What follows belongs to an exercise in optimizing a design on an open flow for small area, a short achievable clock period and few clock cycles per item; a production flow would make more cautious choices.

Design serac_cascade, start of the top module:
module serac_cascade (
    input  wire        clk,
    input  wire        rst,         
    input  wire        cfg_we,
    input  wire [5:0]  cfg_addr,    
    input  wire [31:0] cfg_data,
    input  wire        clr_state,   
    input  wire        in_valid,
    output wire        in_ready,
    input  wire [31:0] in_x,
    output reg         out_valid,
    output reg  [31:0] out_y
);
    function [1:0] fa(input a, input b, input c);
        fa = {(a & b) | (c & (a ^ b)), a ^ b ^ c};
    endfunction
    function [47:0] booth(input [31:0] x);
        integer j;
        reg h, m, l;
        begin
            for (j = 0; j < 16; j = j + 1) begin
                h = x[2*j+1];
                m = x[2*j];
                l = (j == 0) ? 1'b0 : x[2*j-1];
                booth[3*j]   = m ^ l;
                booth[3*j+1] = (h & ~m & ~l) | (~h & m & l);
                booth[3*j+2] = h;
            end
        end
    endfunction
    function [32:0] pprow(input [2:0] d, input [31:0] m);
        pprow = (({33{d[0]}} & {m[31], m}) | ({33{d[1]}} & {m, 1'b0})) ^ {33{d[2]}};
    endfunction
    function [127:0] ks2(input [63:0] a, input [63:0] b);
        reg [63:0] g, p, g2, p2;
        integer l, k;
        begin
            g = a & b;
            p = a ^ b;
  ...
Size: about 19000 cells after synthesis, ~110 I/O pins, about 220000 um2 of cells after synthesis.
Settings: LEC_CHECK=0, CAP_MARGIN=20, CORE_MARGIN=2, CORE_UTILIZATION=40, PLACE_DENSITY=0.6, SETUP_SLACK_MARGIN=0.5, SLEW_MARGIN=20; clock period 20.0 ns.
standard.sh (not shown) runs the stock make flow with config.mk's settings and CLKGATE_MAP_FILE= SYNTH_SCRIPT=/design/flow/synth_recipe.tcl, a recipe that flattens the netlist after the stock synthesis.
==> flow/flow/run.sh <==
#!/bin/bash
set -euo pipefail
R=$PWD/orfs/results/sky130hd/serac_cascade/base
bash standard.sh synth > synth.log 2>&1
python3 flow/fa_polarity.py $R/1_2_yosys.v $R/1_2_yosys.pol.v > fa_polarity.log 2>&1
cp $R/1_2_yosys.v $R/1_2_yosys.std.v
mv $R/1_2_yosys.pol.v $R/1_2_yosys.v
rm -f $R/1_synth.odb $R/1_synth.sdc
bash standard.sh SETUP_SLACK_MARGIN=15 \
    "BUFFER_PORTS_ARGS=-buffer_cell sky130_fd_sc_hd__buf_4" \
    CTS_CLUSTER_SIZE=26 CTS_CLUSTER_DIAMETER=70 GPL_TIMING_DRIVEN=1 \
    finish > standard_flow.log 2>&1
Other scripts of this flow, unchanged in this note and not shown: flow/flow/fa_polarity.py
Then changed:
--- a/flow/design.v
+++ b/flow/design.v
@@ -137,18 +137,16 @@
             last_sec <= 3'd0;
         else if (we_r && wa_r[2:0] == 3'd7)
             last_sec <= wd_r[2:0];
     end
     reg         ph;                 
     reg  [1:0]  busy;               
     reg  [2:0]  nsec0, nsec1;       
     reg  [1:0]  cnt;                
-    reg         inbuf_v;
-    reg  [31:0] inbuf_x;
     reg         in_ready_o;         
     reg         vA, lastA;
     reg  [2:0]  secA;
     reg  [7:0]  ohA;                
     reg  [47:0] xd_A;               
     reg  [31:0] b0_A;
     reg         vB, lastB;
     reg  [2:0]  secB;
@@ -3052,65 +3050,60 @@
         end else if (vD) begin
             s1r[secD] <= s1_new;
             s2r[secD] <= s2_new;
         end
     end
     wire        nt     = ~ph;
     wire        cont   = nt ? busy[1] : busy[0];
     wire [2:0]  nsec_t = nt ? nsec1 : nsec0;
-    wire        start  = ~cont & cnt[1] & (inbuf_v | (in_valid & ~we_r));
+    wire        start  = in_valid & ~cont & cnt[1] & ~we_r;
     wire        issue  = cont | start;
     wire [2:0]  sec_n  = cont ? nsec_t : 3'd0;
     wire        last_n = (sec_n == last_sec);
     wire [7:0]  oh_n   = 8'd1 << sec_n;
     wire [2:0]  sh_n   = rd3(oh_n, shv);
-    wire [31:0] x_in   = inbuf_v ? inbuf_x : in_x;
+    wire [31:0] x_in   = in_x;
     wire [47:0] xd0    = booth(shsat(h0, sh_n));
     wire [47:0] xd1    = booth(shsat(h1, sh_n));
     wire [47:0] xdi    = booth(shsat({{4{x_in[31]}}, x_in}, sh_n));
     wire [47:0] xd_n   = cont ? (sel0 ? xd1 : xd0) : xdi;
     wire        fwd    = vD && secD == secA;
-    wire accept = in_valid & ~inbuf_v;            
-    wire inbuf_next = (inbuf_v | accept) & ~start;
+    wire ready_next = ~(ph ? busy[1] : busy[0]) & ~start & (cnt != 2'd0) & ~cfg_we;
     always @(posedge clk) begin
         if (rst) begin
             ph         <= 1'b0;
             busy       <= 2'b00;
             cnt        <= 2'd3;
-            inbuf_v    <= 1'b0;
             in_ready_o <= 1'b1;
             vA         <= 1'b0;
             vB         <= 1'b0;
             vC         <= 1'b0;
             vD         <= 1'b0;
             out_valid  <= 1'b0;
         end else begin
             ph         <= ~ph;
             if (issue) begin
                 if (nt) busy[1] <= ~last_n;
                 else    busy[0] <= ~last_n;
             end
             cnt        <= start ? 2'd0 : (cnt == 2'd3 ? 2'd3 : cnt + 2'd1);
-            inbuf_v    <= inbuf_next;
-            in_ready_o <= ~inbuf_next;
+            in_ready_o <= ready_next;
             vA         <= issue;
             vB         <= vA;
             vC         <= vB;
             vD         <= vC;
             out_valid  <= vB & lastB;
         end
     end
     always @(posedge clk) begin
         if (issue) begin
             if (nt) nsec1 <= sec_n + 3'd1;
             else    nsec0 <= sec_n + 3'd1;
         end
-        if (accept)
-            inbuf_x <= in_x;
         secA  <= sec_n;
         ohA   <= oh_n;
         lastA <= last_n;
         xd_A  <= xd_n;
         b0_A  <= rd32(oh_n, b0v);
         secB  <= secA;
         ohB   <= ohA;
         lastB <= lastA;
Outcome: Count of clock-buffer cells in the layout came out lower by 13. Utilization came out lower by 0.32 points. Register-to-register slack is better by 0.23 ns. Synthesized cell count barely changes. Via count hardly moves. Cell count came out lower slightly. Sequential cell count came out lower by 33. First-iteration DRC count came out higher by a few percent. Wire length came out lower slightly. Global-route usage came out lower by 0.35 points. Setup slack is worse by 0.096 ns.
Function was not checked in any run of this note: the RTL went through the layout flow alone.

[port drivers added, routing unchanged]
In the flow no input, the clock included, has a driving cell. The finished layouts below were timed again as built, in two steps.
Step 1 (the two cells are an assumption about what drives the block):
set clk [get_ports {clk}]
set_driving_cell -lib_cell sky130_fd_sc_hd__clkbuf_16 $clk
set_driving_cell -lib_cell sky130_fd_sc_hd__buf_2 [delete_from_list [all_inputs] $clk]
Step 2 adds t to the input delays and takes it off the output delays; t is the mean of the earliest and latest rising clock arrival at the registers after step 1. Input paths then give back, and output paths get back, about the clock's delay inside the block.
a / b / c = ideal ports / drivers / drivers and shift; a / b = the first two.
| run | shift t [ns] | setup WS [ns] | pins driven straight from the clock port |
|---|---|---|---|
| the first run | 1.111 | 14.410 / 14.296 / 13.564 | 1 |
| the second run | 1.102 | 14.314 / 14.198 / 14.052 | 1 |
After both steps setup and hold are still met in every run listed. The setup slack of the first run, which loses most, moves by -0.114 ns with the drivers and by -0.846 ns with both steps.
